Background: an optimization exercise with open tools, aiming at small area. Do not read the settings as production practice. RTL that was checked went through simulation tests only; none was proved equivalent to the original. Function not checked in runs 1 and 2: the RTL went through the layout flow alone. Power is estimated from default activity; no workload was simulated.

File: flow/flow/run.sh
#!/bin/bash
set -euo pipefail
export BUFFER_PORTS_ARGS="-buffer_cell sky130_fd_sc_hd__buf_1"
export CTS_ARGS="-sink_clustering_enable -repair_clock_nets -dont_use_dummy_load -buf_list sky130_fd_sc_hd__clkbuf_8 -sink_clustering_size 16 -sink_clustering_max_diameter 80"
bash standard.sh > make.log 2>&1
File: flow/standard.sh
#!/bin/bash
# synth_recipe.tcl (not shown) runs the flow's synth.tcl, then flattens the netlist and writes it again
# the make line also repeats each setting of config.mk as NAME=value (left out here)
make -C /OpenROAD-flow-scripts/flow DESIGN_CONFIG=/design/flow/config.mk WORK_HOME=/design/flow/orfs CLKGATE_MAP_FILE= SYNTH_SCRIPT=/design/flow/synth_recipe.tcl "${@:-finish}"
File: flow/config.mk
export PLATFORM = sky130hd
export DESIGN_NAME = reseq
export DESIGN_NICKNAME = reseq
export VERILOG_FILES = /design/flow/design.v
export SDC_FILE = /design/flow/constraint.sdc
export NUM_CORES = 4
export LEC_CHECK = 0
export CAP_MARGIN = 20
export CORE_MARGIN = 2
export CORE_UTILIZATION = 65
export PLACE_DENSITY = 0.75
export SLEW_MARGIN = 20
File: flow/design.v
module reseq (
    input  wire        clk,
    input  wire        rst,            
    input  wire        in_valid,
    input  wire [22:0] in_seq,
    input  wire        in_sync,
    input  wire [19:0] in_handle,
    input  wire [11:0] timeout_cfg,    
    input  wire [15:0] idle_cfg,       
    output reg         out_valid,
    output wire [22:0] out_seq,
    output reg         out_lost,
    output wire [19:0] out_handle,
    output reg         ev_dup,
    output reg         ev_window,
    output reg         ev_late,
    output reg         ev_unsynced,
    output reg         ev_resync,
    output reg  [5:0]  ev_flushed,
    output reg         active,
    output wire [22:0] rel_point,
    output wire [5:0]  held_count
);
    localparam W = 32;
    reg [W-1:0]  valid;
    reg [11:0]   dl     [0:W-1];      
    reg [19:0]   handle [0:W-1];
    reg [11:0]   now;                 
    reg [5:0]    cnt;                 
    reg          lim_valid;
    reg [4:0]    ld;
    reg [15:0]   idle_cnt;
    reg [22:0]   last;                
    reg  [22:0] r;                    
    reg  [22:0] d;                    
    reg  [11:0] now_inc, deadline;    
    reg  [15:0] idle_inc;             
    reg         idle_ge;              
    reg         c, x;
    integer     b;
    always @* begin
        c = 1'b1;
        for (b = 0; b < 23; b = b + 1) begin
            r[b] = last[b] ^ c;
            c    = c & last[b];
        end
        c = 1'b0;
        for (b = 0; b < 23; b = b + 1) begin
            x    = in_seq[b] ^ ~last[b];
            d[b] = x ^ c;
            c    = (in_seq[b] & ~last[b]) | (c & x);
        end
        c = 1'b1;
        for (b = 0; b < 12; b = b + 1) begin
            now_inc[b] = now[b] ^ c;
            c          = c & now[b];
        end
        c = 1'b1;
        for (b = 0; b < 12; b = b + 1) begin
            x           = now[b] ^ timeout_cfg[b];
            deadline[b] = x ^ c;
            c           = (now[b] & timeout_cfg[b]) | (c & x);
        end
        c = 1'b1;
        for (b = 0; b < 16; b = b + 1) begin
            idle_inc[b] = idle_cnt[b] ^ c;
            c           = c & idle_cnt[b];
        end
        c = 1'b1;
        for (b = 0; b < 16; b = b + 1)
            c = (idle_cnt[b] & ~idle_cfg[b]) | (c & (idle_cnt[b] | ~idle_cfg[b]));
        idle_ge = c;
    end
    assign rel_point = r;
    assign out_seq   = last;
    assign out_handle = out_lost ? 20'd0 : handle[last[4:0]];
    wire [4:0]  r_idx  = r[4:0];
    wire [4:0]  in_idx = in_seq[4:0];
    wire d_zero   = (d == 23'd0);
    wire d_win    = (d[22:5] == 18'd0);           
    wire d_late   = d[22];                        
    assign held_count = cnt;
    wire v_in = valid[in_idx];
    wire v_r  = valid[r_idx];
    wire start     = in_valid && !active && in_sync;
    wire unsynced  = in_valid && !active && !in_sync;
    wire resync    = in_valid && active && in_sync && !d_win;
    wire in_norm   = in_valid && active && !resync;
    wire dup       = in_norm && d_win && v_in;
    wire bypass    = in_norm && d_zero && !v_r;
    wire hold      = in_norm && d_win && !d_zero && !v_in;
    wire win_drop  = in_norm && !d_win && !d_late;
    wire late_drop = in_norm && !d_win && d_late;
    wire restart   = start || resync;
    wire rel_cell = active && !resync && v_r;
    wire rel_lost = active && !resync && !v_r && !bypass && lim_valid;
    wire advance  = rel_cell || bypass || rel_lost;
    reg [W-1:0] r_dec;                
    reg [W-1:0] below_r;              
    reg [W-1:0] fire;
    reg [2*W-1:0] fv;
    reg [4:0]   fire_i;
    reg         fire_any;
    integer k;
    always @* begin
        for (k = 0; k < W; k = k + 1) begin
            r_dec[k] = (r_idx == k);
            fire[k]  = valid[k] && (dl[k] == now);
        end
        c = 1'b0;
        for (k = W - 1; k >= 0; k = k - 1) begin
            below_r[k] = c;
            c = c | r_dec[k];
        end
        fv = {fire & below_r, fire};
        fire_any = 1'b0;
        fire_i   = 5'd0;
        for (k = 2 * W - 1; k >= 0; k = k - 1) begin
            if (fv[k] && !fire_any)
                fire_i = fire_i | k[4:0];
            fire_any = fire_any | fv[k];
        end
    end
    reg [4:0] fire_k, fire_km1, ld_dec;
    reg       fire_gt;
    always @* begin
        c = 1'b1;
        for (b = 0; b < 5; b = b + 1) begin
            x         = fire_i[b] ^ ~r_idx[b];
            fire_k[b] = x ^ c;
            c         = (fire_i[b] & ~r_idx[b]) | (c & x);
        end
        c = 1'b0;
        for (b = 0; b < 5; b = b + 1) begin
            x           = fire_i[b] ^ ~r_idx[b];
            fire_km1[b] = x ^ c;
            c           = (fire_i[b] & ~r_idx[b]) | (c & x);
        end
        c = 1'b0;
        for (b = 0; b < 5; b = b + 1) begin
            ld_dec[b] = ~(ld[b] ^ c);
            c         = c | ld[b];
        end
        c = 1'b1;
        for (b = 0; b < 5; b = b + 1)
            c = (ld[b] & ~fire_k[b]) | (c & (ld[b] | ~fire_k[b]));
        fire_gt = !c;
    end
    wire       lim_move = fire_any && fire_k != 5'd0 && !resync &&
                          (!lim_valid || fire_gt);
    reg [5:0] cnt_inc, cnt_dec;
    always @* begin
        c = 1'b1;
        for (b = 0; b < 6; b = b + 1) begin
            cnt_inc[b] = cnt[b] ^ c;
            c          = c & cnt[b];
        end
        c = 1'b0;
        for (b = 0; b < 6; b = b + 1) begin
            cnt_dec[b] = ~(cnt[b] ^ c);
            c          = c | cnt[b];
        end
    end
    integer i;
    always @(posedge clk) begin
        for (i = 0; i < W; i = i + 1) begin
            if (in_idx == i && (!valid[i] || restart)) begin
                dl[i]     <= deadline;
                handle[i] <= in_handle;
            end
        end
        if (advance)
            ld <= lim_move ? fire_km1 : ld_dec;
        else if (lim_move)
            ld <= fire_k;
        if (rst) begin
            now         <= 12'd0;
            valid       <= {W{1'b0}};
            cnt         <= 6'd0;
            lim_valid   <= 1'b0;
            idle_cnt    <= 16'd0;
            active      <= 1'b0;
            last        <= {23{1'b1}};
            out_valid   <= 1'b0;
            out_lost    <= 1'b0;
            ev_dup      <= 1'b0;
            ev_window   <= 1'b0;
            ev_late     <= 1'b0;
            ev_unsynced <= 1'b0;
            ev_resync   <= 1'b0;
            ev_flushed  <= 6'd0;
        end else begin
            now <= now_inc;
            ev_dup      <= dup;
            ev_window   <= win_drop;
            ev_late     <= late_drop;
            ev_unsynced <= unsynced;
            ev_resync   <= resync;
            ev_flushed  <= resync ? cnt : 6'd0;
            out_valid <= restart || advance;
            out_lost  <= rel_lost;
            if (restart)
                last <= in_seq;
            else if (advance)
                last <= r;
            if (restart) begin
                active    <= 1'b1;
                valid     <= {W{1'b0}};
                cnt       <= 6'd0;
                lim_valid <= 1'b0;
            end else begin
                if (advance && lim_valid && ld == 5'd0)
                    lim_valid <= 1'b0;
                for (i = 0; i < W; i = i + 1) begin
                    if (rel_cell && r_dec[i])
                        valid[i] <= 1'b0;
                    if (hold && in_idx == i)
                        valid[i] <= 1'b1;
                end
                if (hold && !rel_cell)
                    cnt <= cnt_inc;
                else if (rel_cell && !hold)
                    cnt <= cnt_dec;
                if (lim_move)
                    lim_valid <= 1'b1;
            end
            if (active && !in_valid && cnt == 6'd0 && !lim_valid) begin
                if (idle_ge) begin
                    active   <= 1'b0;
                    idle_cnt <= 16'd0;
                end else begin
                    idle_cnt <= idle_inc;
                end
            end else begin
                idle_cnt <= 16'd0;
            end
        end
    end
endmodule
File: flow/constraint.sdc
create_clock -name core_clock -period 14.0 [get_ports {clk}]
set_input_delay 2.8000 -clock core_clock [delete_from_list [all_inputs] [get_ports {clk}]]
set_output_delay 2.8000 -clock core_clock [all_outputs]
set_load 0.01 [all_outputs]
==> results.json, run 1 <==
{
  "synth_top_cell_area_share": 0.642,
  "overflow": 0,
  "finalClockSkew_ns": 0.172,
  "gp_congestion": 0.935,
  "io_buffer_count": 160,
  "drive_above_1_share": 0.114,
  "synth-compound-area-share": 0.0899,
  "finalWorstSetupSlack_ns": 1.11,
  "grt_max_degree": 53,
  "finish.utilization": 0.712,
  "route.detailed.drc": 0,
  "cts_resized": 0,
  "post-place-cells": 4291,
  "synthFlopType": "edfxtp_1",
  "synth_fa_ha_area_frac": 0.0341,
  "die_h_um": 276,
  "dp_worst_setup_slack_ns": 0.483,
  "fillers": 4666,
  "dr_total_vias": 31300,
  "wl_um": 150000,
  "path_delay_family": "adder cells",
  "rsz0062_at_grt": "false",
  "synth_cells": 3212,
  "worst-path-buf-inv": 4,
  "synth_top_family_by_area": "compound AO/OA/AOI/OAI gates",
  "cpMostUsedCell": "fa_1",
  "synthSimpleGateAreaFrac": 0.0803,
  "irDropWorstVdd_mv": 0.104,
  "post-route-period-util": 0.921,
  "crit_required_ns": 14.32,
  "crit_type": "input port to flop",
  "reg2reg_from": "last[0]$_SDFFE_PP1P_",
  "grtUsageTotal": 0.393,
  "wl_per_cell_um": 34.2,
  "cts_made_buffers": 82,
  "synth_area_leaders": "edfxtp_1, xnor2_1, dfxtp_1",
  "die_w_um": 276,
  "clk_latency_ns": 0.75,
  "grt_pass1_vias": 30500,
  "synth.cell_area_mm2": 0.0482,
  "muxShareOfSynthArea": 0.0115,
  "start_kind": "input port",
  "fmax_mhz": 77.6,
  "path_clk_slew_ns": 0.09,
  "tns_ns": 0,
  "synth_commonest_cells": "edfxtp_1, xnor2_1, nand2_1",
  "ys_types": 100,
  "synth_edf_count": 1029,
  "p_per_area_mw_per_mm2": 112,
  "hp-class": "flop to flop",
  "cp_max_fo": 32,
  "clockBufferDepth": 3,
  "dieArea_mm2": 0.0763,
  "seq_area_frac_synth": 0.685,
  "synth-seq-cells": 1133,
  "cts_hold_buf": 0,
  "reg2reg_setup_slack_ns": 2.54,
  "hold_end": "last[5]$_SDFFE_PP1P_",
  "async_flop_share": 0,
  "syn_nets": 3389,
  "r2r-end": "handle[11][9]$_DFFE_PP_",
  "io_pins": 161,
  "rows": 99,
  "ys.warnings.count": 5,
  "clock-sinks": 1133,
  "core_area_mm2": 0.0732,
  "synth_top_cell_by_area": "edfxtp_1",
  "cts_root_buffer": "clkbuf_8",
  "fin_total_pwr_mw": 5.84,
  "slew_viol_final": 0,
  "cp.arrival_ns": 13.21,
  "vias_per_cell": 7.15,
  "synth_most_common_cell": "edfxtp_1",
  "drt_pass1_iterations": 8,
  "p_leak_nw": 16.1,
  "grt_antenna_before_repair": 4,
  "slew_headroom": 0.198,
  "grt_pass1_wl_um": 214000,
  "syn_area_per_cell_um2": 15.0,
  "synth_xor_area_frac": 0.0730,
  "final_cells": 4375,
  "min_period_ns": 12.89,
  "cap_violations": 0,
  "nNetsFinal": 3593,
  "first_iter_violations": 5262,
  "post_cts_buffers": 0,
  "syn_to_final_growth_pct": 8.26,
  "cts_tree": "done",
  "outcome": "finished clean",
  "place_hpwl_um": 94800,
  "slowest_stage": "a2111oi_4",
  "drtAntennaViolNets": 0,
  "htreeDepth": 3,
  "worst_pin_slew_ns": 1.20,
  "cp-end-kind": "flop",
  "hold_depth": 2,
  "initial_core_util": 0.658,
  "setup_viol_count_final": 0,
  "worstRegToRegCells": 33,
  "min_from": "last[5]$_SDFFE_PP1P_",
  "critPathMaxStageDelay_ns": 0.49,
  "final_hold_viol_count": 0
}
==> area by class of cell <==
type	count	area [µm²]	area share
Antenna cell	2	5.00	0.0000960
Multi-Input combinational cell	1836	14500	0.279
Sequential cell	1133	33000	0.633
Timing Repair Buffer	299	2040	0.0391
Inverter	64	240	0.00461
Tap cell	959	1200	0.0230
Clock buffer	82	1130	0.0216
==> placed cells by master, fill, tap and decap left out, types with 6 or more instances in the layout <==
| cell type | synthesis | layout |
|---|---|---|
| edfxtp_1 | 1029 | 1029 |
| xnor2_1 | 377 | 376 |
| nand2_1 | 187 | 187 |
| a22oi_1 | 174 | 174 |
| buf_1 | 5 | 154 |
| nand4_1 | 120 | 120 |
| buf_4 | 5 | 108 |
| dfxtp_1 | 104 | 92 |
| nor2_1 | 114 | 85 |
| clkbuf_8 | 0 | 82 |
| nand3_1 | 78 | 77 |
| a221oi_1 | 77 | 77 |
| a21oi_1 | 67 | 67 |
| ha_1 | 65 | 65 |
| inv_1 | 61 | 60 |
| a22o_1 | 56 | 56 |
| o21ai_0 | 54 | 54 |
| nor3_1 | 50 | 47 |
| fa_1 | 37 | 37 |
| buf_12 | 1 | 31 |
| a31oi_1 | 29 | 29 |
| nor2_2 | 1 | 27 |
| nor2b_1 | 25 | 25 |
| and2_1 | 23 | 23 |
| a222oi_1 | 21 | 21 |
| mux4_2 | 20 | 20 |
| nand2b_1 | 21 | 20 |
| a211oi_4 | 0 | 20 |
| nor4_1 | 19 | 19 |
| xor2_1 | 19 | 19 |
| nor4_2 | 14 | 14 |
| a2111oi_4 | 1 | 13 |
| and3_1 | 12 | 12 |
| dfxtp_2 | 0 | 12 |
| or2_2 | 9 | 9 |
| maj3_1 | 9 | 9 |
| or4_1 | 8 | 8 |
| mux2i_1 | 6 | 6 |
| clkbuf_2 | 0 | 6 |
==> how the worst max path moves through the flow <==
| stage | from | endpoint | depth (start not counted) |
|---|---|---|---|
| finish | in_seq[0] | handle[11][9]$_DFFE_PP_ | 32 |
| global route | in_seq[0] | last[22]$_SDFFE_PP1P_ | 35 |
| CTS | in_seq[0] | handle[11][9]$_DFFE_PP_ | 32 |
| detailed placement | in_seq[0] | last[22]$_SDFFE_PP1P_ | 35 |
| global placement | in_seq[0] | last[22]$_SDFFE_PP1P_ | 35 |
| floorplan | in_seq[2] | dl[0][0]$_DFFE_PP_ | 29 |
==> through the flow <==
step                hold WS, ns  area (µm²)
floorplan                 0.420       48300
global placement          0.485       51000
detailed placement        0.499       51000
CTS                       0.515       52100
global route              0.533       52100
finish                    0.511       52100
==> state kept, by name, indices dropped and copies added (netlist names) <==
register	flops
handle	640
dl	384
valid	32
last	23
idle_cnt	16
now	12
cnt	6
ev_flushed	6
ld	5
active	1
ev_dup	1
ev_late	1
ev_resync	1
ev_unsynced	1
ev_window	1
lim_valid	1
out_lost	1
out_valid	1
==> report_power, final <==
part | switching (mW) | internal, mW | total (mW)
registers | 0.0266 | 3.77 | 3.79
clock network | 0.975 | 0.526 | 1.50
logic | 0.399 | 0.144 | 0.543
==> routing by layer <==
| metal | part of all wire | vias to the layer above | wire length [µm] | global-route usage |
|---|---|---|---|---|
| met5 | 0.000060 | - | 9 | 0 |
| met4 | 0.041 | 2 | 6060 | 0.138 |
| met3 | 0.14 | 398 | 21300 | 0.0979 |
| met2 | 0.45 | 2534 | 67800 | 0.604 |
| met1 | 0.36 | 15600 | 54300 | 0.556 |
| li1 | - | 12700 | - | - |
==> tightest hold or removal path: stages (launching register included) <==
cell     delay (ns)
dfxtp_1        0.36
nand2_1        0.07
nand2_1        0.05
==> cell families (layout without fill, tap and decap cells) <==
group	count (synthesis)	count (layout)
multiplexers	30	30
AO/OA/AOI/OAI	577	577
buffers and inverters	243	445
adder cells (fa/ha/maj)	111	111
AND/OR/NAND/NOR	719	719
XOR/XNOR	399	399
flip-flops	1133	1133
other	0	2
==> run 2, diff against run 1 <==
==> flow/run.sh (new file) <==
#!/bin/bash
# synth_recipe.tcl (not shown) runs the flow's synth.tcl, then flattens the netlist and writes it again
# the make line also repeats each setting of config.mk as NAME=value (left out here)
make -C /OpenROAD-flow-scripts/flow DESIGN_CONFIG=/design/flow/config.mk WORK_HOME=/design/flow/orfs CLKGATE_MAP_FILE= SYNTH_SCRIPT=/design/flow/synth_recipe.tcl finish
--- a/flow/config.mk
+++ b/flow/config.mk
@@ -8,5 +8,8 @@
 export CAP_MARGIN = 20
 export CORE_MARGIN = 2
 export CORE_UTILIZATION = 65
+export CTS_BUF_LIST = sky130_fd_sc_hd__clkbuf_16
+export CTS_CLUSTER_DIAMETER = 100
+export CTS_CLUSTER_SIZE = 25
 export PLACE_DENSITY = 0.75
 export SLEW_MARGIN = 20
removed: flow/flow/run.sh
removed: flow/standard.sh
==> results.json, run 2 <==
{
  "grt_pass1_vias": 30700,
  "core_area_mm2": 0.0732,
  "final_hold_viol_count": 0,
  "syn_to_final_growth_pct": 11.3,
  "setup_viol_count_final": 0,
  "diodes": 0,
  "synth_area_leaders": "edfxtp_1, xnor2_1, dfxtp_1",
  "syn_area_per_cell_um2": 15.0,
  "synth_cells": 3212,
  "cts_made_buffers": 52,
  "die_w_um": 276,
  "grtUsageTotal": 0.400,
  "synthFlopType": "edfxtp_1",
  "worst-path-buf-inv": 3,
  "route.detailed.drc": 0,
  "clockBufferDepth": 3,
  "multi_input_area_mm2": 0.0145,
  "irDropWorstVdd_mv": 0.135,
  "crit_type": "input port to flop",
  "post-route-period-util": 0.947,
  "first_iter_violations": 4643,
  "clk_latency_ns": 0.70,
  "slew_viol_final": 0,
  "critPathMaxStageDelay_ns": 0.49,
  "seq_area_frac_synth": 0.685,
  "synth_edf_count": 1029,
  "synth_top_cell_by_area": "edfxtp_1",
  "synthSimpleGateAreaFrac": 0.0803,
  "path_delay_family": "adder cells",
  "drive_above_1_share": 0.108,
  "p_per_area_mw_per_mm2": 114,
  "min_period_ns": 13.25,
  "rsz0062_at_grt": "false",
  "synth_top_family_by_area": "compound AO/OA/AOI/OAI gates",
  "htreeDepth": 2,
  "finalWorstSetupSlack_ns": 0.745,
  "slew_headroom": 0.210,
  "layout_commonest_cell": "edfxtp_1",
  "largest_reg_flops": 640,
  "muxShareOfSynthArea": 0.0115,
  "drtAntennaViolNets": 0,
  "async_flop_share": 0,
  "placed_cell_area_mm2": 0.0520,
  "p_seq_frac": 0.619,
  "finalClockSkew_ns": 0.0691,
  "synth_top_cell_area_share": 0.642,
  "ys.warnings.count": 5,
  "place_hpwl_um": 96700,
  "dieArea_mm2": 0.0763,
  "rows": 99,
  "initial_core_util": 0.658,
  "cpMostUsedCell": "fa_1",
  "vias_per_cell": 7.16,
  "p_leak_nw": 16.7,
  "mostFrequentLayoutCells": "edfxtp_1, xnor2_1, nand2_1",
  "clkPwrFrac": 0.283,
  "outcome": "finished clean",
  "dp_worst_setup_slack_ns": 0.193,
  "worst_pin_slew_ns": 1.18,
  "io_pins": 161,
  "syn_nets": 3389,
  "cp_max_fo": 29,
  "io_buffer_count": 160,
  "synth-compound-area-share": 0.0899,
  "cp.arrival_ns": 13.58,
  "fillers": 4605,
  "slowest_stage": "clkdlybuf4s50_1",
  "grt_pass1_wl_um": 218000,
  "power_frac_comb": 0.098,
  "wl_per_cell_um": 35.0,
  "hp-class": "flop to flop",
  "p_int_mw": 4.67,
  "overflow": 0,
  "post_cts_buffers": 0,
  "cp-end-kind": "flop",
  "wl_um": 153000,
  "reg.largest.list": "handle x640, dl x384, valid x32",
  "fmax_mhz": 75.4,
  "dr_total_vias": 31300,
  "fin_total_pwr_mw": 6.13,
  "die_h_um": 276,
  "final_cell_area_mm2": 0.0536,
  "drt_pass1_iterations": 6,
  "start_kind": "input port",
  "clock-sinks": 1133,
  "synth_most_common_cell": "edfxtp_1",
  "cts_resized": 0,
  "seq_area_mm2": 0.0330,
  "synth-seq-cells": 1133,
  "crit_required_ns": 14.32,
  "synth_commonest_cells": "edfxtp_1, xnor2_1, nand2_1",
  "synth.cell_area_mm2": 0.0482,
  "synth_xor_area_frac": 0.0730,
  "cts_tree": "done",
  "p_sw_mw": 1.46,
  "cts_root_buffer": "clkbuf_16",
  "top_register": "handle",
  "ys_types": 100,
  "grt_antenna_before_repair": 3,
  "path_clk_slew_ns": 0.09,
  "switching_share": 0.238,
  "cap_violations": 0,
  "synth_fa_ha_area_frac": 0.0341,
  "nNetsFinal": 3565,
  "grt_max_degree": 53,
  "cts_hold_buf": 0,
  "gp_congestion": 0.961
}
-- run 2: cell counts after synthesis --
Identical to the previous run, type by type.
-- run 2: final timing paths --
check                                           from              endpoint  slack, ns  cells after the start
worst max register to register  last[0]$_SDFFE_PP1P_       ld[3]$_DFFE_PP_       2.80                     31
worst min-delay path            last[6]$_SDFFE_PP1P_  last[6]$_SDFFE_PP1P_       0.51                      2
worst min register to register  last[6]$_SDFFE_PP1P_  last[6]$_SDFFE_PP1P_       0.51                      2
worst max-delay path                       in_seq[0]       ld[3]$_DFFE_PP_       0.75                     31
-- run 2: area by class of cell --
class | instances | area share
sequential | 1133 | 0.616
multi-input combinational | 1836 | 0.271
tap | 959 | 0.0224
timing repair buffer | 301 | 0.0578
clock inverter | 22 | 0.00383
clock buffer | 52 | 0.0243
inverter | 64 | 0.00448
-- run 2: power by group through the flow --
stage / clock network, mW / registers [mW] / logic, mW
2_1_floorplan: 0 / 3.87 / 0.278
4_1_cts: 1.73 / 3.79 / 0.588
3_3_place_gp: 0 / 3.87 / 0.578
6_report: 1.73 / 3.79 / 0.603
5_1_grt: 1.84 / 3.80 / 0.627
3_5_place_dp: 0 / 3.87 / 0.585
-- run 2: layer usage --
layer	vias to the layer above	routed length (µm)	global-route usage
met5	-	13	0.00375
met4	2	9320	0.204
met3	508	19400	0.0841
met2	2512	71300	0.637
met1	15600	52700	0.527
li1	12700	-	-
-- run 2: per-stage QoR --
stage,std cells,setup TNS (ns),util,hold WS (ns)
2_1_floorplan,3212,-652.53,-,0.420
3_3_place_gp,4291,0,0.711,0.503
3_5_place_dp,4292,0,0.711,0.504
4_1_cts,4366,0,0.731,0.517
5_1_grt,4367,0,0.732,0.535
6_report,4367,0,0.732,0.509
-- run 2: cell families after synthesis --
family,after synthesis
compound gates,577
xor+xnor,399
fa+ha+maj,111
buf+inv,243
flops,1133
mux,30
simple gates,719
-- run 2: worst reg2reg max path, delay by kind of cell (launching register included) --
kind	cells	cell delay, ns
adders and majority gates	22	8.35
and+or+nand+nor	3	0.86
buffers and inverters	3	0.53
xor gates and xnor gates	2	0.44
AOI/OAI and AO/OA	1	0.39
DFF	1	0.32
==> run 3, diff against run 2 <==
--- a/flow/design.v
+++ b/flow/design.v
@@ -32,7 +32,9 @@
     reg [15:0]   idle_cnt;
     reg [22:0]   last;                
     reg  [22:0] r;                    
-    reg  [22:0] d;                    
+    reg  [17:0] r_hi1;                
+    reg         lo_lt;                
+    reg         lt22;                 
     reg  [11:0] now_inc, deadline;    
     reg  [15:0] idle_inc;             
     reg         idle_ge;              
@@ -44,12 +46,19 @@
             r[b] = last[b] ^ c;
             c    = c & last[b];
         end
+        c = 1'b1;
+        for (b = 5; b < 23; b = b + 1) begin
+            r_hi1[b-5] = r[b] ^ c;
+            c          = c & r[b];
+        end
         c = 1'b0;
-        for (b = 0; b < 23; b = b + 1) begin
-            x    = in_seq[b] ^ ~last[b];
-            d[b] = x ^ c;
-            c    = (in_seq[b] & ~last[b]) | (c & x);
-        end
+        lo_lt = 1'b0;
+        for (b = 0; b < 22; b = b + 1) begin
+            c = (~in_seq[b] & r[b]) | (c & ~(in_seq[b] ^ r[b]));
+            if (b == 4)
+                lo_lt = c;
+        end
+        lt22 = c;
         c = 1'b1;
         for (b = 0; b < 12; b = b + 1) begin
             now_inc[b] = now[b] ^ c;
@@ -76,9 +85,12 @@
     assign out_handle = out_lost ? 20'd0 : handle[last[4:0]];
     wire [4:0]  r_idx  = r[4:0];
     wire [4:0]  in_idx = in_seq[4:0];
-    wire d_zero   = (d == 23'd0);
-    wire d_win    = (d[22:5] == 18'd0);           
-    wire d_late   = d[22];                        
+    wire eq_lo    = (in_seq[4:0] == r[4:0]);
+    wire eq_hi    = (in_seq[22:5] == r[22:5]);
+    wire eq_hi1   = (in_seq[22:5] == r_hi1);
+    wire d_zero   = eq_lo && eq_hi;
+    wire d_win    = lo_lt ? eq_hi1 : eq_hi;       
+    wire d_late   = in_seq[22] ^ r[22] ^ lt22;    
     assign held_count = cnt;
     wire v_in = valid[in_idx];
     wire v_r  = valid[r_idx];
@@ -102,15 +114,16 @@
     reg [4:0]   fire_i;
     reg         fire_any;
     integer k;
+    reg     c2;
     always @* begin
         for (k = 0; k < W; k = k + 1) begin
             r_dec[k] = (r_idx == k);
             fire[k]  = valid[k] && (dl[k] == now);
         end
-        c = 1'b0;
+        c2 = 1'b0;
         for (k = W - 1; k >= 0; k = k - 1) begin
-            below_r[k] = c;
-            c = c | r_dec[k];
+            below_r[k] = c2;
+            c2 = c2 | r_dec[k];
         end
         fv = {fire & below_r, fire};
         fire_any = 1'b0;
@@ -123,42 +136,46 @@
     end
     reg [4:0] fire_k, fire_km1, ld_dec;
     reg       fire_gt;
-    always @* begin
-        c = 1'b1;
-        for (b = 0; b < 5; b = b + 1) begin
-            x         = fire_i[b] ^ ~r_idx[b];
-            fire_k[b] = x ^ c;
-            c         = (fire_i[b] & ~r_idx[b]) | (c & x);
-        end
-        c = 1'b0;
-        for (b = 0; b < 5; b = b + 1) begin
-            x           = fire_i[b] ^ ~r_idx[b];
-            fire_km1[b] = x ^ c;
-            c           = (fire_i[b] & ~r_idx[b]) | (c & x);
-        end
-        c = 1'b0;
-        for (b = 0; b < 5; b = b + 1) begin
-            ld_dec[b] = ~(ld[b] ^ c);
-            c         = c | ld[b];
-        end
-        c = 1'b1;
-        for (b = 0; b < 5; b = b + 1)
-            c = (ld[b] & ~fire_k[b]) | (c & (ld[b] | ~fire_k[b]));
-        fire_gt = !c;
+    reg       c3, x3;
+    integer   b3;
+    always @* begin
+        c3 = 1'b1;
+        for (b3 = 0; b3 < 5; b3 = b3 + 1) begin
+            x3         = fire_i[b3] ^ ~r_idx[b3];
+            fire_k[b3] = x3 ^ c3;
+            c3         = (fire_i[b3] & ~r_idx[b3]) | (c3 & x3);
+        end
+        c3 = 1'b0;
+        for (b3 = 0; b3 < 5; b3 = b3 + 1) begin
+            x3           = fire_i[b3] ^ ~r_idx[b3];
+            fire_km1[b3] = x3 ^ c3;
+            c3           = (fire_i[b3] & ~r_idx[b3]) | (c3 & x3);
+        end
+        c3 = 1'b0;
+        for (b3 = 0; b3 < 5; b3 = b3 + 1) begin
+            ld_dec[b3] = ~(ld[b3] ^ c3);
+            c3         = c3 | ld[b3];
+        end
+        c3 = 1'b1;
+        for (b3 = 0; b3 < 5; b3 = b3 + 1)
+            c3 = (ld[b3] & ~fire_k[b3]) | (c3 & (ld[b3] | ~fire_k[b3]));
+        fire_gt = !c3;
     end
     wire       lim_move = fire_any && fire_k != 5'd0 && !resync &&
                           (!lim_valid || fire_gt);
     reg [5:0] cnt_inc, cnt_dec;
-    always @* begin
-        c = 1'b1;
-        for (b = 0; b < 6; b = b + 1) begin
-            cnt_inc[b] = cnt[b] ^ c;
-            c          = c & cnt[b];
-        end
-        c = 1'b0;
-        for (b = 0; b < 6; b = b + 1) begin
-            cnt_dec[b] = ~(cnt[b] ^ c);
-            c          = c | cnt[b];
+    reg       c4;
+    integer   b4;
+    always @* begin
+        c4 = 1'b1;
+        for (b4 = 0; b4 < 6; b4 = b4 + 1) begin
+            cnt_inc[b4] = cnt[b4] ^ c4;
+            c4          = c4 & cnt[b4];
+        end
+        c4 = 1'b0;
+        for (b4 = 0; b4 < 6; b4 = b4 + 1) begin
+            cnt_dec[b4] = ~(cnt[b4] ^ c4);
+            c4          = c4 | cnt[b4];
         end
     end
     integer i;
==> flow/flow/run.sh (new file) <==
#!/bin/bash
set -euo pipefail
export BUFFER_PORTS_ARGS="-buffer_cell sky130_fd_sc_hd__buf_1"
export CTS_ARGS="-sink_clustering_enable -repair_clock_nets -dont_use_dummy_load -buf_list sky130_fd_sc_hd__clkbuf_8 -sink_clustering_size 14 -sink_clustering_max_diameter 70"
bash standard.sh > make.log 2>&1
==> flow/standard.sh (new file) <==
#!/bin/bash
# synth_recipe.tcl (not shown) runs the flow's synth.tcl, then flattens the netlist and writes it again
# the make line also repeats each setting of config.mk as NAME=value (left out here)
make -C /OpenROAD-flow-scripts/flow DESIGN_CONFIG=/design/flow/config.mk WORK_HOME=/design/flow/orfs CLKGATE_MAP_FILE= SYNTH_SCRIPT=/design/flow/synth_recipe.tcl "${@:-finish}"
--- a/flow/config.mk
+++ b/flow/config.mk
@@ -8,8 +8,6 @@
 export CAP_MARGIN = 20
 export CORE_MARGIN = 2
 export CORE_UTILIZATION = 65
-export CTS_BUF_LIST = sky130_fd_sc_hd__clkbuf_16
-export CTS_CLUSTER_DIAMETER = 100
-export CTS_CLUSTER_SIZE = 25
+export GPL_TIMING_DRIVEN = 0
 export PLACE_DENSITY = 0.75
 export SLEW_MARGIN = 20
removed: flow/run.sh
==> results.json, run 3 <==
{
  "place_hpwl_um": 110000,
  "start_kind": "flop",
  "htreeDepth": 3,
  "slew_viol_final": 0,
  "io_pins": 161,
  "setup_viol_count_final": 0,
  "ys_types": 81,
  "final_hold_viol_count": 0,
  "mostFrequentLayoutCells": "edfxtp_1, xnor2_1, nand2_1",
  "cpMostUsedCell": "ha_1",
  "synth_most_common_cell": "edfxtp_1",
  "cts_made_buffers": 94,
  "top_register": "handle",
  "ys.warnings.count": 3,
  "fmax_mhz": 96.7,
  "syn_area_per_cell_um2": 14.6,
  "largest_reg_flops": 640,
  "synth_top_cell_by_area": "edfxtp_1",
  "dieArea_mm2": 0.0764,
  "layout_commonest_cell": "edfxtp_1",
  "nNetsFinal": 3945,
  "grtUsageTotal": 0.405,
  "first_iter_violations": 5108,
  "clkPwrFrac": 0.268,
  "placed_cell_area_mm2": 0.0522,
  "route.detailed.drc": 0,
  "cp.arrival_ns": 10.89,
  "grt_pass1_wl_um": 221000,
  "irDropWorstVdd_mv": 0.145,
  "cp_max_fo": 10,
  "gp_congestion": 0.990,
  "worst_pin_slew_ns": 1.33,
  "synthFlopType": "edfxtp_1",
  "synth_cells": 3311,
  "drt_pass1_iterations": 7,
  "wl_per_cell_um": 33.0,
  "cts_root_buffer": "clkbuf_8",
  "die_w_um": 276,
  "p_per_area_mw_per_mm2": 112,
  "cts_tree": "done",
  "post_cts_buffers": 0,
  "synth_top_cell_area_share": 0.641,
  "min_period_ns": 10.34,
  "io_buffer_count": 155,
  "synth.cell_area_mm2": 0.0482,
  "p_sw_mw": 1.44,
  "slowest_stage": "clkbuf_1",
  "hp-class": "flop to flop",
  "seq_area_frac_synth": 0.684,
  "tns_ns": 0,
  "synth_commonest_cells": "edfxtp_1, xnor2_1, nand2_1",
  "p_int_mw": 4.54,
  "outcome": "finished clean",
  "overflow": 0,
  "syn_to_final_growth_pct": 11.2,
  "grt_antenna_before_repair": 6,
  "p_leak_nw": 17.3,
  "async_flop_share": 0,
  "rows": 99,
  "worstRegToRegCells": 40,
  "grt_pass1_vias": 32600,
  "path_clk_slew_ns": 0.10,
  "hold-worst-slack_ns": 0.465,
  "rsz0062_at_grt": "false",
  "drtAntennaViolNets": 0,
  "crit_required_ns": 14.55,
  "synth_edf_count": 1029,
  "post-route-period-util": 0.739,
  "final_cell_area_mm2": 0.0536,
  "hold_depth": 2,
  "finish.utilization": 0.732,
  "clk_latency_ns": 0.80,
  "wl_um": 155000,
  "p_seq_frac": 0.633,
  "drive_above_1_share": 0.126,
  "grt_max_degree": 33,
  "slew_headroom": 0.111,
  "core_area_mm2": 0.0732,
  "cts_resized": 0,
  "finalClockSkew_ns": 0.147,
  "switching_share": 0.241,
  "synth_area_leaders": "edfxtp_1, xnor2_1, dfxtp_1",
  "die_h_um": 276,
  "cp-end-kind": "flop",
  "clockBufferDepth": 3,
  "vias_per_cell": 7.02,
  "clock-sinks": 1133,
  "crit_type": "flop to flop",
  "reg2reg_setup_slack_ns": 3.66,
  "synth-seq-cells": 1133,
  "reg.largest.list": "handle x640, dl x384, valid x32",
  "syn_nets": 3503,
  "initial_core_util": 0.658,
  "cts_hold_buf": 0,
  "dr_total_vias": 33100,
  "power_frac_comb": 0.099,
  "critPathMaxStageDelay_ns": 0.61,
  "fin_total_pwr_mw": 5.98,
  "cap_violations": 0
}
run 3: cell count changes in the layout (fill, tap and decap cells not counted), moves of 31 or more:
cell	change
clkdlybuf4s50_1	-154
buf_1	+147
buf_2	+110
clkbuf_1	+101
clkbuf_8	+94
buf_4	-59
clkbuf_16	-52
buf_6	+39
nor2_1	+39
nand2_1	+38
ha_1	+36
buf_8	+31
fa_1	-31
run 3: per-stage QoR:
step	worst slack [ns]	std cells
3_5_place_dp	3.77	4614
3_3_place_gp	-7.53	4425
2_1_floorplan	2.18	3311
5_1_grt	3.24	4712
6_report	3.66	4713
4_1_cts	3.74	4708
run 3: logic make-up (layout without fill, tap and decap cells):
logic type | after synthesis | in the layout | synth area share
compound gates | 602 | 602 | 0.0938
xor+xnor | 417 | 417 | 0.0760
fa+ha+maj | 123 | 123 | 0.0341
buf+inv | 240 | 680 | 0.0208
flops | 1133 | 1133 | 0.684
mux | 30 | 30 | 0.0117
other cells | 0 | 3 | 0
simple gates | 766 | 766 | 0.0794
run 3: worst max-delay path, delay by kind of cell (launching register included):
| kind | cells | cell delay, ns |
|---|---|---|
| flops | 1 | 0.52 |
| compound gates | 1 | 0.16 |
| fa+ha+maj | 21 | 4.49 |
| mux | 1 | 0.26 |
| xor+xnor | 1 | 0.17 |
| simple gates | 6 | 1.38 |
| buf+inv | 10 | 3.16 |
run 3: power groups by stage:
stage / sequential [mW] / combinational (mW) / clock [mW]
finish: 3.79 / 0.590 / 1.60
global route: 3.79 / 0.618 / 1.71
CTS: 3.79 / 0.572 / 1.60
detailed placement: 3.87 / 0.569 / 0
global placement: 3.88 / 0.515 / 0
floorplan: 3.87 / 0.300 / 0
run 3: cell type report:
type                            instances  area, µm²
Multi-Input combinational cell       1938      14700
Clock buffer                           94       1290
Buffer                                172        756
Sequential cell                      1133      33000
Inverter                               68        255
Timing Repair Buffer                  346       2410
Antenna cell                            3       7.51
Tap cell                              959       1200
Fill cell                            4581      19600
run 3: metal layers:
metal	GRT usage	wire, µm	up-vias
li1	-	-	13600
met1	0.500	51300	16200
met2	0.649	72100	2630
met3	0.0827	19100	687
met4	0.278	13000	8
met5	0	57	-
run 3: path summary, 6_finish.rpt:
check	to	start
max	handle[5][12]$_DFFE_PP_	last[0]$_SDFFE_PP1P_
min	last[19]$_SDFFE_PP1P_	last[19]$_SDFFE_PP1P_
max reg2reg	handle[5][12]$_DFFE_PP_	last[0]$_SDFFE_PP1P_
min reg2reg	last[19]$_SDFFE_PP1P_	last[19]$_SDFFE_PP1P_
==> run 4, diff against run 3 <==
--- a/flow/config.mk
+++ b/flow/config.mk
@@ -8,6 +8,5 @@
 export CAP_MARGIN = 20
 export CORE_MARGIN = 2
 export CORE_UTILIZATION = 65
-export GPL_TIMING_DRIVEN = 0
 export PLACE_DENSITY = 0.75
 export SLEW_MARGIN = 20
==> results.json, run 4 <==
{
  "path_delay_family": "adder cells",
  "first_iter_violations": 4227,
  "cts_hold_buf": 0,
  "path_clk_slew_ns": 0.09,
  "seq_area_frac_synth": 0.684,
  "grt_pass1_vias": 31200,
  "cts_tree": "done",
  "rows": 99,
  "syn_to_final_growth_pct": 7.96,
  "clock-sinks": 1133,
  "slowest_stage": "dfxtp_1",
  "route.detailed.drc": 0,
  "cts_made_buffers": 93,
  "p_sw_mw": 1.42,
  "post-route-period-util": 0.686,
  "initial_core_util": 0.658,
  "clk_latency_ns": 0.74,
  "synth_edf_count": 1029,
  "nNetsFinal": 3711,
  "cap_violations": 0,
  "ys.warnings.count": 3,
  "grt_max_degree": 50,
  "placed_cell_area_mm2": 0.0507,
  "grt_antenna_before_repair": 1,
  "reg2reg_setup_slack_ns": 4.40,
  "layout_commonest_cell": "edfxtp_1",
  "die_w_um": 276,
  "irDropWorstVdd_mv": 0.123,
  "ys_types": 81,
  "cp_max_fo": 30,
  "p_per_area_mw_per_mm2": 114,
  "grt.busiest_layer": "met2",
  "drt_pass1_iterations": 6,
  "grtUsageTotal": 0.385,
  "wl_per_cell_um": 32.7,
  "p_leak_nw": 16.4,
  "dieArea_mm2": 0.0764,
  "clkPwrFrac": 0.268,
  "reg2reg_from": "last[0]$_SDFFE_PP1P_",
  "dr_total_vias": 31600,
  "hold_depth": 2,
  "synth.cell_area_mm2": 0.0482,
  "die_h_um": 276,
  "cp.arrival_ns": 10.02,
  "hold_end": "last[16]$_SDFFE_PP1P_",
  "setup_viol_count_final": 0,
  "worstRegToRegCells": 35,
  "syn_area_per_cell_um2": 14.6,
  "gp_congestion": 0.984,
  "final_hold_viol_count": 0,
  "final_cell_area_mm2": 0.0520,
  "fmax_mhz": 104,
  "met3_usage": 0.0785,
  "synth_cells": 3311,
  "grt_pass1_wl_um": 211000,
  "min_from": "last[16]$_SDFFE_PP1P_",
  "p_int_mw": 4.51,
  "reg.largest.list": "handle x640, dl x384, valid x32",
  "vias_per_cell": 7.05,
  "slew_viol_final": 0,
  "rsz0062_at_grt": "false",
  "cp-end-kind": "flop",
  "top_register": "handle",
  "io_buffer_count": 160,
  "syn_nets": 3503,
  "tns_ns": 0,
  "crit_type": "flop to flop",
  "clockBufferDepth": 3,
  "synthFlopType": "edfxtp_1",
  "synth-seq-cells": 1133,
  "slew_headroom": 0.187,
  "outcome": "finished clean",
  "worst_pin_slew_ns": 1.21,
  "cpMostUsedCell": "ha_1",
  "grt_use_met2": 0.621,
  "wl_um": 147000,
  "io_pins": 161,
  "post_cts_buffers": 0,
  "place_hpwl_um": 89600,
  "overflow": 0,
  "finalClockSkew_ns": 0.104,
  "p_seq_frac": 0.640,
  "largest_reg_flops": 640,
  "r2r-end": "ld[4]$_DFFE_PP_",
  "critPathMaxStageDelay_ns": 0.88,
  "synth_commonest_cells": "edfxtp_1, xnor2_1, nand2_1",
  "drive_above_1_share": 0.103,
  "switching_share": 0.239,
  "worst-path-buf-inv": 3,
  "power_frac_comb": 0.092,
  "core_area_mm2": 0.0732,
  "mostFrequentLayoutCells": "edfxtp_1, xnor2_1, nand2_1",
  "crit_required_ns": 14.42,
  "min_period_ns": 9.60,
  "cts_root_buffer": "clkbuf_8",
  "hp-class": "flop to flop",
  "cts_resized": 0,
  "synth_area_leaders": "edfxtp_1, xnor2_1, dfxtp_1",
  "grt_use_met1": 0.493,
  "start_kind": "flop",
  "drtAntennaViolNets": 0,
  "synth_top_cell_by_area": "edfxtp_1",
  "async_flop_share": 0,
  "synth_most_common_cell": "edfxtp_1",
  "htreeDepth": 3,
  "synth_top_cell_area_share": 0.641
}
-- run 4: cell counts after synthesis --
No cell type changed its count.
-- run 4: metal layers --
layer | vias to the layer above | part of all wire | wire, µm
met2 | 2361 | 0.47 | 68700
met4 | 0 | 0.068 | 9910
li1 | 13100 | - | -
met5 | - | 0 | 0
met3 | 510 | 0.12 | 17200
met1 | 15600 | 0.35 | 50700
-- run 4: how the worst max path moves through the flow --
stage	startpoint	to	cells past startpoint
after floorplan	last[0]$_SDFFE_PP1P_	dl[4][0]$_DFFE_PP_	34
after detailed placement	last[0]$_SDFFE_PP1P_	handle[20][5]$_DFFE_PP_	32
after CTS	last[0]$_SDFFE_PP1P_	handle[20][18]$_DFFE_PP_	32
final	last[0]$_SDFFE_PP1P_	ld[4]$_DFFE_PP_	35
after global placement	last[0]$_SDFFE_PP1P_	handle[25][7]$_DFFE_PP_	32
after global routing	last[0]$_SDFFE_PP1P_	ld[4]$_DFFE_PP_	35
-- run 4: kinds of logic after synthesis --
group / after synthesis / synth area share
XOR/XNOR: 417 / 0.0760
multiplexers: 30 / 0.0117
flip-flops: 1133 / 0.684
adder cells (fa/ha/maj): 123 / 0.0341
buffers and inverters: 240 / 0.0208
AND/OR/NAND/NOR: 766 / 0.0794
AO/OA/AOI/OAI: 602 / 0.0938
-- run 4: power groups by stage --
stage / logic (mW) / registers [mW] / clock network (mW)
finish: 0.548 / 3.80 / 1.59
global route: 0.582 / 3.80 / 1.71
CTS: 0.537 / 3.80 / 1.59
detailed placement: 0.535 / 3.87 / 0
global placement: 0.527 / 3.87 / 0
floorplan: 0.300 / 3.87 / 0
-- run 4: layout make-up --
cell class                 count  area [µm²]
antenna                        2        5.00
clock buffer                  93        1280
fill                        4679       21200
inverter                      68         255
multi-input combinational   1938       14700
sequential                  1133       33000
tap                          959        1200
timing repair buffer         285        1570
-- run 4: tightest hold or removal path: stages, from the launching register on --
cell     delay [ns]
dfxtp_1        0.32
nand2_1        0.06
nand2_1        0.04
-- run 4: through the flow --
| stage | instances | setup slack (ns) | total power [mW] | hold slack [ns] | util |
|---|---|---|---|---|---|
| CTS | 4474 | 4.46 | 5.93 | 0.467 | 0.710 |
| global placement | 4380 | 4.62 | 4.40 | 0.450 | 0.693 |
| floorplan | 3311 | 2.18 | 4.17 | 0.462 | - |
| global route | 4477 | 3.79 | 6.09 | 0.498 | 0.711 |
| detailed placement | 4381 | 4.41 | 4.41 | 0.458 | 0.693 |
| finish | 4478 | 4.40 | 5.93 | 0.464 | 0.711 |
==> run 5, diff against run 4 <==
--- a/flow/config.mk
+++ b/flow/config.mk
@@ -5,8 +5,8 @@
 export SDC_FILE = /design/flow/constraint.sdc
 export NUM_CORES = 4
 export LEC_CHECK = 0
-export CAP_MARGIN = 20
+export CAP_MARGIN = 0
 export CORE_MARGIN = 2
 export CORE_UTILIZATION = 65
 export PLACE_DENSITY = 0.75
-export SLEW_MARGIN = 20
+export SLEW_MARGIN = 0
==> results.json, run 5 <==
{
  "cts_tree": "done",
  "reg2reg_from": "last[0]$_SDFFE_PP1P_",
  "p_sw_mw": 1.41,
  "clk_latency_ns": 0.74,
  "mostFrequentLayoutCells": "edfxtp_1, xnor2_1, nand2_1",
  "synth.cell_area_mm2": 0.0482,
  "grt_pass1_vias": 31300,
  "hold_end": "last[16]$_SDFFE_PP1P_",
  "synth_area_leaders": "edfxtp_1, xnor2_1, dfxtp_1",
  "worst_pin_slew_ns": 1.32,
  "ys.warnings.count": 3,
  "setup_viol_count_final": 0,
  "first_iter_violations": 4156,
  "start_kind": "flop",
  "top_register": "handle",
  "grt_max_degree": 50,
  "p_per_area_mw_per_mm2": 114,
  "hp-class": "flop to flop",
  "post-place-cells": 4380,
  "post-route-period-util": 0.687,
  "final_hold_viol_count": 0,
  "cts_resized": 0,
  "core_area_mm2": 0.0732,
  "p_seq_frac": 0.641,
  "r2r-end": "handle[20][5]$_DFFE_PP_",
  "placed_cell_area_mm2": 0.0507,
  "worstRegToRegCells": 32,
  "synth_commonest_cells": "edfxtp_1, xnor2_1, nand2_1",
  "initial_core_util": 0.658,
  "largest_reg_flops": 640,
  "io_buffer_count": 160,
  "grt_antenna_before_repair": 4,
  "seq_area_frac_synth": 0.684,
  "final_cell_area_mm2": 0.0520,
  "rows": 99,
  "fin_total_pwr_mw": 5.92,
  "path_clk_slew_ns": 0.08,
  "cts_root_buffer": "clkbuf_8",
  "grtUsageTotal": 0.383,
  "gp_congestion": 0.984,
  "layout_commonest_cell": "edfxtp_1",
  "dieArea_mm2": 0.0764,
  "die_w_um": 276,
  "finalWorstSetupSlack_ns": 4.38,
  "synth_most_common_cell": "edfxtp_1",
  "reg.largest.list": "handle x640, dl x384, valid x32",
  "min_from": "last[16]$_SDFFE_PP1P_",
  "synth_top_cell_by_area": "edfxtp_1",
  "grt_pass1_wl_um": 211000,
  "min_period_ns": 9.62,
  "crit_required_ns": 14.33,
  "hold-worst-slack_ns": 0.465,
  "power_frac_comb": 0.092,
  "irDropWorstVdd_mv": 0.114,
  "die_h_um": 276,
  "post_cts_buffers": 0,
  "fmax_mhz": 104,
  "switching_share": 0.238,
  "reg2reg_setup_slack_ns": 4.38,
  "finalClockSkew_ns": 0.107,
  "synthFlopType": "edfxtp_1",
  "nNetsFinal": 3708,
  "slowest_stage": "a211oi_4",
  "final_cells": 4477,
  "tns_ns": 0,
  "synth-seq-cells": 1133,
  "route.detailed.drc": 0,
  "vias_per_cell": 7.04,
  "htreeDepth": 3,
  "outcome": "finished clean",
  "async_flop_share": 0,
  "clock-sinks": 1133,
  "p_int_mw": 4.51,
  "dr_total_vias": 31500,
  "drtAntennaViolNets": 0,
  "p_leak_nw": 16.3,
  "synth_cells": 3311,
  "finish.utilization": 0.710,
  "drive_above_1_share": 0.0982,
  "cp.arrival_ns": 9.95,
  "wl_um": 146000,
  "slew_viol_final": 0,
  "synth_edf_count": 1029,
  "synth_top_cell_area_share": 0.641,
  "hold_depth": 2,
  "cp_max_fo": 38,
  "syn_nets": 3503,
  "dp_worst_setup_slack_ns": 4.40,
  "overflow": 0,
  "crit_type": "flop to flop",
  "clkPwrFrac": 0.267,
  "rsz0062_at_grt": "false",
  "cts_made_buffers": 93,
  "ys_types": 81,
  "cap_violations": 0,
  "place_hpwl_um": 89500,
  "io_pins": 161,
  "cp-end-kind": "flop",
  "cpMostUsedCell": "ha_1",
  "drt_pass1_iterations": 6,
  "wl_per_cell_um": 32.7,
  "syn_area_per_cell_um2": 14.6,
  "slew_headroom": 0.120,
  "clockBufferDepth": 3,
  "cts_hold_buf": 0,
  "syn_to_final_growth_pct": 7.86,
  "critPathMaxStageDelay_ns": 1.10
}
==> run 5: worst max-delay path: cells and delay by family (launching register included) <==
| kind | cells | cell delay [ns] |
|---|---|---|
| adder cells (fa/ha/maj) | 21 | 4.76 |
| AND/OR/NAND/NOR | 6 | 1.46 |
| AO/OA/AOI/OAI | 1 | 1.10 |
| multiplexers | 1 | 0.13 |
| XOR/XNOR | 1 | 0.17 |
| flip-flops | 1 | 0.86 |
| buffers and inverters | 2 | 0.71 |
==> run 5: cell type report <==
cell class,instances,area [µm²]
Timing Repair Buffer,282,1520
Tap cell,959,1200
Clock buffer,93,1280
Sequential cell,1133,33000
Multi-Input combinational cell,1938,14700
Antenna cell,4,10.0
Fill cell,4735,21200
Inverter,68,255
==> run 5: how the worst max path moves through the flow <==
stage	end	depth (start not counted)	from
6_report	handle[20][5]$_DFFE_PP_	32	last[0]$_SDFFE_PP1P_
5_1_grt	ld[4]$_DFFE_PP_	35	last[0]$_SDFFE_PP1P_
4_1_cts	handle[20][5]$_DFFE_PP_	32	last[0]$_SDFFE_PP1P_
3_5_place_dp	handle[20][5]$_DFFE_PP_	32	last[0]$_SDFFE_PP1P_
3_3_place_gp	handle[25][7]$_DFFE_PP_	32	last[0]$_SDFFE_PP1P_
2_1_floorplan	dl[4][0]$_DFFE_PP_	34	last[0]$_SDFFE_PP1P_
==> run 5: cells by family after synthesis <==
family | after synthesis | share of synthesized area
DFF | 1133 | 0.684
and+or+nand+nor | 766 | 0.0794
AOI/OAI and AO/OA | 602 | 0.0938
xor gates and xnor gates | 417 | 0.0760
buffers and inverters | 240 | 0.0208
adders and majority gates | 123 | 0.0341
muxes | 30 | 0.0117
==> run 5: power groups by stage <==
stage               registers, mW  logic, mW  clock network (mW)
detailed placement           3.87      0.535                   0
global route                 3.80      0.581                1.71
global placement             3.87      0.527                   0
floorplan                    3.87      0.300                   0
CTS                          3.80      0.537                1.59
finish                       3.80      0.547                1.58
==> run 5: layer usage <==
layer	wire length, µm	share of wire	GRT usage	vias to the layer above
li1	-	-	-	13100
met1	50400	0.34	0.488	15600
met2	69500	0.47	0.625	2308
met3	17700	0.12	0.0773	497
met4	8880	0.061	0.205	2
met5	8	0.000055	0	-
==> run 6, diff against run 5 <==
--- a/flow/design.v
+++ b/flow/design.v
@@ -81,8 +81,8 @@
         idle_ge = c;
     end
     assign rel_point = r;
-    assign out_seq   = last;
-    assign out_handle = out_lost ? 20'd0 : handle[last[4:0]];
+    assign out_seq   = out_valid ? last : 23'd0;
+    assign out_handle = (out_valid && !out_lost) ? handle[last[4:0]] : 20'd0;
     wire [4:0]  r_idx  = r[4:0];
     wire [4:0]  in_idx = in_seq[4:0];
     wire eq_lo    = (in_seq[4:0] == r[4:0]);
--- a/flow/config.mk
+++ b/flow/config.mk
@@ -5,8 +5,8 @@
 export SDC_FILE = /design/flow/constraint.sdc
 export NUM_CORES = 4
 export LEC_CHECK = 0
-export CAP_MARGIN = 0
+export CAP_MARGIN = 20
 export CORE_MARGIN = 2
 export CORE_UTILIZATION = 65
 export PLACE_DENSITY = 0.75
-export SLEW_MARGIN = 0
+export SLEW_MARGIN = 20
==> results.json, run 6 <==
{
  "outcome": "finished clean",
  "dieArea_mm2": 0.0775,
  "finalClockSkew_ns": 0.139,
  "synth_top_cell_by_area": "edfxtp_1",
  "ys_types": 92,
  "irDropWorstVdd_mv": 0.163,
  "drtAntennaViolNets": 0,
  "layout_commonest_cell": "edfxtp_1",
  "hold-worst-slack_ns": 0.459,
  "clk_latency_ns": 0.79,
  "setup_viol_count_final": 0,
  "r2r-end": "dl[30][10]$_DFFE_PP_",
  "clock-sinks": 1133,
  "tns_ns": 0,
  "multi_input_area_mm2": 0.0153,
  "ys.warnings.count": 3,
  "synth_top_cell_area_share": 0.631,
  "post-route-period-util": 0.642,
  "drive_above_1_share": 0.103,
  "reg2reg_from": "last[0]$_SDFFE_PP1P_",
  "grt_use_met1": 0.494,
  "wl_per_cell_um": 33.2,
  "synthFlopType": "edfxtp_1",
  "cp_max_fo": 15,
  "synth-seq-cells": 1133,
  "cts_resized": 0,
  "grt.busiest_layer": "met2",
  "initial_core_util": 0.658,
  "path_delay_family": "adder cells",
  "worstRegToRegCells": 31,
  "core_area_mm2": 0.0744,
  "fillers": 4893,
  "p_per_area_mw_per_mm2": 113,
  "reg2reg_setup_slack_ns": 5.10,
  "path_clk_slew_ns": 0.07,
  "fin_total_pwr_mw": 5.93,
  "p_int_mw": 4.52,
  "mostFrequentLayoutCells": "edfxtp_1, xnor2_1, nand2_1",
  "async_flop_share": 0,
  "met3_usage": 0.0786,
  "seq_area_frac_synth": 0.674,
  "syn_to_final_growth_pct": 7.25,
  "worst_pin_slew_ns": 1.11,
  "cap_violations": 0,
  "grt_use_met2": 0.621,
  "syn_area_per_cell_um2": 14.6,
  "overflow": 0,
  "top_register": "handle",
  "hold_depth": 2,
  "cp.arrival_ns": 6.18,
  "largest_reg_flops": 640,
  "p_sw_mw": 1.41,
  "htreeDepth": 3,
  "hold_end": "last[8]$_SDFFE_PP1P_",
  "cts_made_buffers": 94,
  "nNetsFinal": 3743,
  "cts_root_buffer": "clkbuf_8",
  "post_cts_buffers": 0,
  "vias_per_cell": 7.17,
  "synth_cells": 3363,
  "final_hold_viol_count": 0,
  "die_h_um": 278,
  "slowest_stage": "ha_1",
  "cpMostUsedCell": "ha_1",
  "seq_area_mm2": 0.0330,
  "gp_congestion": 0.978,
  "cts_hold_buf": 0,
  "route.detailed.drc": 0,
  "die_w_um": 278,
  "wl_um": 150000,
  "grt_antenna_before_repair": 6,
  "dp_worst_setup_slack_ns": 5.13,
  "rows": 100,
  "critPathMaxStageDelay_ns": 0.63,
  "dr_total_vias": 32400,
  "synth_edf_count": 1029,
  "cp-end-kind": "output port",
  "drt_pass1_iterations": 6,
  "worst-path-buf-inv": 1,
  "crit_type": "flop to output port",
  "cts_tree": "done",
  "slew_viol_final": 0,
  "synth_most_common_cell": "edfxtp_1",
  "io_pins": 161,
  "rsz0062_at_grt": "false",
  "crit_required_ns": 11.20,
  "min_from": "last[8]$_SDFFE_PP1P_",
  "grt_pass1_vias": 31600,
  "clockBufferDepth": 3,
  "p_leak_nw": 16.4,
  "syn_nets": 3555,
  "min_period_ns": 8.98,
  "clkPwrFrac": 0.269,
  "grt_max_degree": 65,
  "switching_share": 0.238,
  "start_kind": "flop",
  "synth_area_leaders": "edfxtp_1, xnor2_1, dfxtp_1",
  "io_buffer_count": 160,
  "grt_pass1_wl_um": 214000,
  "reg.largest.list": "handle x640, dl x384, valid x32",
  "slew_headroom": 0.248,
  "finalWorstSetupSlack_ns": 5.02,
  "first_iter_violations": 4377,
  "grtUsageTotal": 0.385,
  "synth.cell_area_mm2": 0.0490,
  "synth_commonest_cells": "edfxtp_1, xnor2_1, nand2_1",
  "power_frac_comb": 0.092,
  "hp-class": "flop to flop",
  "fmax_mhz": 111,
  "worstPathCellList": "ha_1 -> and2_1 -> ha_1 -> ha_1 -> ha_1 -> ha_1 -> ha_1 -> ha_1 -> ha_1 -> ha_1 -> ha_1 -> ha_1 -> ha_1 -> ha_1 -> ha_1 -> ha_1 -> ha_1 -> ha_1 -> ha_1 -> ha_1 -> ha_1 -> xor2_1 -> buf_1",
  "place_hpwl_um": 90900,
  "p_seq_frac": 0.639
}
-- run 6: layout make-up --
type                    instances  area share
well taps                     969      0.0231
flip-flops and latches       1133       0.628
repair buffers                273      0.0279
inverters                      74     0.00529
clock buffers                  94      0.0246
multi-input cells            1975       0.291
diodes                          3    0.000143
-- run 6: power by group through the flow --
| stage | clock network, mW | logic, mW | registers (mW) |
|---|---|---|---|
| 3_3_place_gp | 0 | 0.527 | 3.87 |
| 3_5_place_dp | 0 | 0.535 | 3.87 |
| 5_1_grt | 1.71 | 0.579 | 3.80 |
| 2_1_floorplan | 0 | 0.308 | 3.86 |
| 6_report | 1.59 | 0.546 | 3.79 |
| 4_1_cts | 1.60 | 0.537 | 3.79 |
-- run 6: how the worst max path moves through the flow --
stage	slack, ns	end	startpoint	cells after the start
final	5.02	rel_point[22]	last[0]$_SDFFE_PP1P_	23
after global routing	4.58	ld[4]$_DFFE_PP_	last[0]$_SDFFE_PP1P_	34
after CTS	4.94	rel_point[22]	last[0]$_SDFFE_PP1P_	23
after detailed placement	5.13	handle[30][13]$_DFFE_PP_	last[0]$_SDFFE_PP1P_	31
after global placement	5.25	handle[30][14]$_DFFE_PP_	last[0]$_SDFFE_PP1P_	31
after floorplan	2.23	dl[5][0]$_DFFE_PP_	last[0]$_SDFFE_PP1P_	32
-- run 6: cells by family after synthesis --
| group | share of synthesized area |
|---|---|
| muxes | 0.0102 |
| adders and majority gates | 0.0346 |
| AOI/OAI and AO/OA | 0.0948 |
| buffers and inverters | 0.0260 |
| xor gates and xnor gates | 0.0749 |
| DFF | 0.674 |
| and+or+nand+nor | 0.0858 |
-- run 6: per-layer routing --
| layer | part of all wire | routed length (µm) |
|---|---|---|
| met1 | 0.34 | 51600 |
| met2 | 0.47 | 70500 |
| met3 | 0.12 | 17800 |
| met4 | 0.067 | 10000 |
| met5 | 0.000087 | 13 |
-- run 6: metrics by stage --
| stage | area [µm²] | utilization | cells |
|---|---|---|---|
| 6_report | 52500 | 0.705 | 4521 |
| 3_3_place_gp | 51200 | 0.687 | 4424 |
| 2_1_floorplan | 49000 | - | 3363 |
| 4_1_cts | 52500 | 0.705 | 4518 |
| 3_5_place_dp | 51200 | 0.687 | 4424 |
| 5_1_grt | 52500 | 0.705 | 4519 |
-- run 6: tightest hold or removal path: cells and delay by family, from the launching register on --
| kind | cells | cell delay, ns |
|---|---|---|
| flops | 1 | 0.32 |
| simple gates | 2 | 0.10 |
==> run 7, diff against run 6 <==
--- a/flow/design.v
+++ b/flow/design.v
@@ -81,8 +81,8 @@
         idle_ge = c;
     end
     assign rel_point = r;
-    assign out_seq   = out_valid ? last : 23'd0;
-    assign out_handle = (out_valid && !out_lost) ? handle[last[4:0]] : 20'd0;
+    assign out_seq   = last;
+    assign out_handle = out_lost ? 20'd0 : handle[last[4:0]];
     wire [4:0]  r_idx  = r[4:0];
     wire [4:0]  in_idx = in_seq[4:0];
     wire eq_lo    = (in_seq[4:0] == r[4:0]);
==> flow/run.sh (new file) <==
#!/bin/bash
# synth_recipe.tcl (not shown) runs the flow's synth.tcl, then flattens the netlist and writes it again
# the make line also repeats each setting of config.mk as NAME=value (left out here)
make -C /OpenROAD-flow-scripts/flow DESIGN_CONFIG=/design/flow/config.mk WORK_HOME=/design/flow/orfs CLKGATE_MAP_FILE= SYNTH_SCRIPT=/design/flow/synth_recipe.tcl finish
--- a/flow/config.mk
+++ b/flow/config.mk
@@ -8,5 +8,8 @@
 export CAP_MARGIN = 20
 export CORE_MARGIN = 2
 export CORE_UTILIZATION = 65
+export CTS_BUF_LIST = sky130_fd_sc_hd__clkbuf_16
+export CTS_CLUSTER_DIAMETER = 100
+export CTS_CLUSTER_SIZE = 25
 export PLACE_DENSITY = 0.75
 export SLEW_MARGIN = 20
removed: flow/flow/run.sh
removed: flow/standard.sh
==> results.json, run 7 <==
{
  "syn_nets": 3503,
  "path_clk_slew_ns": 0.10,
  "finalWorstSetupSlack_ns": 4.39,
  "ys.warnings.count": 3,
  "largest_reg_flops": 640,
  "rows": 99,
  "final_hold_viol_count": 0,
  "rsz0062_at_grt": "false",
  "ys_types": 81,
  "reg.largest.list": "handle x640, dl x384, valid x32",
  "clockBufferDepth": 3,
  "synthSimpleGateAreaFrac": 0.0794,
  "top_register": "handle",
  "io_pins": 161,
  "htreeDepth": 2,
  "tns_ns": 0,
  "start_kind": "flop",
  "reg2reg_setup_slack_ns": 4.39,
  "synth-seq-cells": 1133,
  "first_iter_violations": 4309,
  "post-place-cells": 4370,
  "switching_share": 0.235,
  "cts_hold_buf": 0,
  "layout_commonest_cell": "edfxtp_1",
  "cts_resized": 0,
  "synth_fa_ha_area_frac": 0.0341,
  "worstRegToRegCells": 35,
  "cts_tree": "done",
  "drtAntennaViolNets": 0,
  "route.detailed.drc": 0,
  "path_depth": 35,
  "overflow": 0,
  "place_hpwl_um": 88100,
  "nNetsFinal": 3658,
  "seq_area_frac_synth": 0.684,
  "vias_per_cell": 7.07,
  "io_buffer_count": 160,
  "grt_pass1_vias": 31200,
  "synth_area_leaders": "edfxtp_1, xnor2_1, dfxtp_1",
  "fmax_mhz": 104,
  "dr_total_vias": 31400,
  "synth.cell_area_mm2": 0.0482,
  "post_cts_buffers": 0,
  "grt_antenna_before_repair": 3,
  "cp-end-kind": "flop",
  "synthFlopType": "edfxtp_1",
  "slew_headroom": 0.203,
  "post-route-period-util": 0.687,
  "hp-class": "flop to flop",
  "slowest_stage": "dfxtp_1",
  "muxShareOfSynthArea": 0.0117,
  "worst_pin_slew_ns": 1.19,
  "async_flop_share": 0,
  "synth_top_cell_area_share": 0.641,
  "cap_violations": 0,
  "grt_max_degree": 50,
  "p_int_mw": 4.69,
  "clock-sinks": 1133,
  "power_frac_comb": 0.097,
  "startpoint": "last[0]$_SDFFE_PP1P_",
  "core_area_mm2": 0.0732,
  "synth_edf_count": 1029,
  "irDropWorstVdd_mv": 0.160,
  "finalClockSkew_ns": 0.0267,
  "critPathMaxStageDelay_ns": 0.92,
  "p_leak_nw": 16.8,
  "p_per_area_mw_per_mm2": 115,
  "synth_most_common_cell": "edfxtp_1",
  "clk_latency_ns": 0.67,
  "cp_max_fo": 30,
  "dieArea_mm2": 0.0764,
  "drt_pass1_iterations": 6,
  "wl_um": 146000,
  "synth_cells": 3311,
  "mostFrequentLayoutCells": "edfxtp_1, xnor2_1, nand2_1",
  "syn_area_per_cell_um2": 14.6,
  "p_seq_frac": 0.619,
  "final_cells": 4445,
  "crit_required_ns": 14.39,
  "p_sw_mw": 1.44,
  "crit_end": "ld[4]$_DFFE_PP_",
  "clkPwrFrac": 0.283,
  "cts_made_buffers": 53,
  "die_h_um": 276,
  "initial_core_util": 0.658,
  "cpMostUsedCell": "ha_1",
  "grtUsageTotal": 0.380,
  "reg2reg_from": "last[0]$_SDFFE_PP1P_",
  "synth-compound-area-share": 0.0938,
  "outcome": "finished clean",
  "min_period_ns": 9.61,
  "cts_root_buffer": "clkbuf_16",
  "syn_to_final_growth_pct": 10.2,
  "setup_viol_count_final": 0,
  "synth_top_family_by_area": "compound AO/OA/AOI/OAI gates",
  "path_delay_family": "adder cells",
  "synth_commonest_cells": "edfxtp_1, xnor2_1, nand2_1",
  "synth_top_cell_by_area": "edfxtp_1",
  "synth_xor_area_frac": 0.0760,
  "crit_type": "flop to flop",
  "cp.arrival_ns": 10.01,
  "drive_above_1_share": 0.0872,
  "wl_per_cell_um": 32.9,
  "grt_pass1_wl_um": 209000,
  "r2r-end": "ld[4]$_DFFE_PP_",
  "die_w_um": 276,
  "slew_viol_final": 0,
  "gp_congestion": 0.999,
  "finish.utilization": 0.726,
  "dp_worst_setup_slack_ns": 4.39,
  "worst-path-buf-inv": 3,
  "hold-worst-slack_ns": 0.476
}
[run 7: cell count changes in the layout (fill, tap and decap cells not counted), moves of 23 or more]
| cell | change |
|---|---|
| clkbuf_16 | +53 |
| a221oi_1 | -23 |
| clkdlybuf4s50_1 | +157 |
| buf_1 | -148 |
| clkbuf_8 | -94 |
| nand2_1 | +32 |
| a22oi_1 | +55 |
| a22o_1 | -24 |
[run 7: worst min path at each step]
stage	depth (start not counted)	start	slack [ns]	end
final	2	last[20]$_SDFFE_PP1P_	0.48	last[20]$_SDFFE_PP1P_
after global routing	2	last[15]$_SDFFE_PP1P_	0.49	last[15]$_SDFFE_PP1P_
after CTS	2	last[13]$_SDFFE_PP1P_	0.48	last[13]$_SDFFE_PP1P_
after detailed placement	2	last[12]$_SDFFE_PP1P_	0.46	last[12]$_SDFFE_PP1P_
after global placement	2	last[13]$_SDFFE_PP1P_	0.46	last[13]$_SDFFE_PP1P_
after floorplan	2	valid[10]$_SDFFE_PP0P_	0.46	valid[10]$_SDFFE_PP0P_
[run 7: cell families after synthesis]
logic type,Yosys count
buffers and inverters,240
and+or+nand+nor,766
AOI/OAI and AO/OA,602
adders and majority gates,123
xor gates and xnor gates,417
DFF,1133
muxes,30
[run 7: area by class of cell]
| class | instances | area, µm² |
|---|---|---|
| sequential | 1133 | 33000 |
| fill | 4564 | 20100 |
| multi-input combinational | 1938 | 14700 |
| timing repair buffer | 272 | 2430 |
| clock buffer | 53 | 1330 |
| tap | 959 | 1200 |
| inverter | 68 | 255 |
| clock inverter | 21 | 195 |
| antenna | 1 | 2.50 |
[run 7: metrics by stage]
stage	power, mW	instance area (µm²)
finish	6.13	53100
global route	6.28	53100
CTS	6.13	53100
detailed placement	4.46	51600
global placement	4.44	51600
floorplan	4.17	48200
[run 7: worst register-to-register path, delay by kind of cell (launching register included)]
| family | cells | cell delay, ns |
|---|---|---|
| flops | 1 | 0.92 |
| compound gates | 3 | 0.77 |
| buf+inv | 3 | 0.79 |
| fa+ha+maj | 21 | 4.76 |
| xor+xnor | 1 | 0.16 |
| simple gates | 6 | 1.64 |
| mux | 1 | 0.30 |
[run 7: power groups by stage]
stage | Combinational [mW] | Clock, mW | Sequential, mW
4_1_cts | 0.588 | 1.74 | 3.80
3_5_place_dp | 0.585 | 0 | 3.87
2_1_floorplan | 0.300 | 0 | 3.87
6_report | 0.597 | 1.74 | 3.80
3_3_place_gp | 0.575 | 0 | 3.87
5_1_grt | 0.628 | 1.85 | 3.80
[run 7: routing by layer]
layer | track usage | up-vias | routed length, µm
met5 | 0 | - | 25
met4 | 0.203 | 4 | 9380
met3 | 0.0669 | 524 | 17400
met2 | 0.626 | 2394 | 69800
met1 | 0.486 | 15400 | 49500
li1 | - | 13000 | -

Setup slack of run 7, layout unchanged: 4.387 ns with ideal ports, 4.387 ns with driving cells assumed (clock clkbuf_16, inputs buf_2), 4.387 ns with port delays also shifted by the 0.720 ns mid clock arrival.
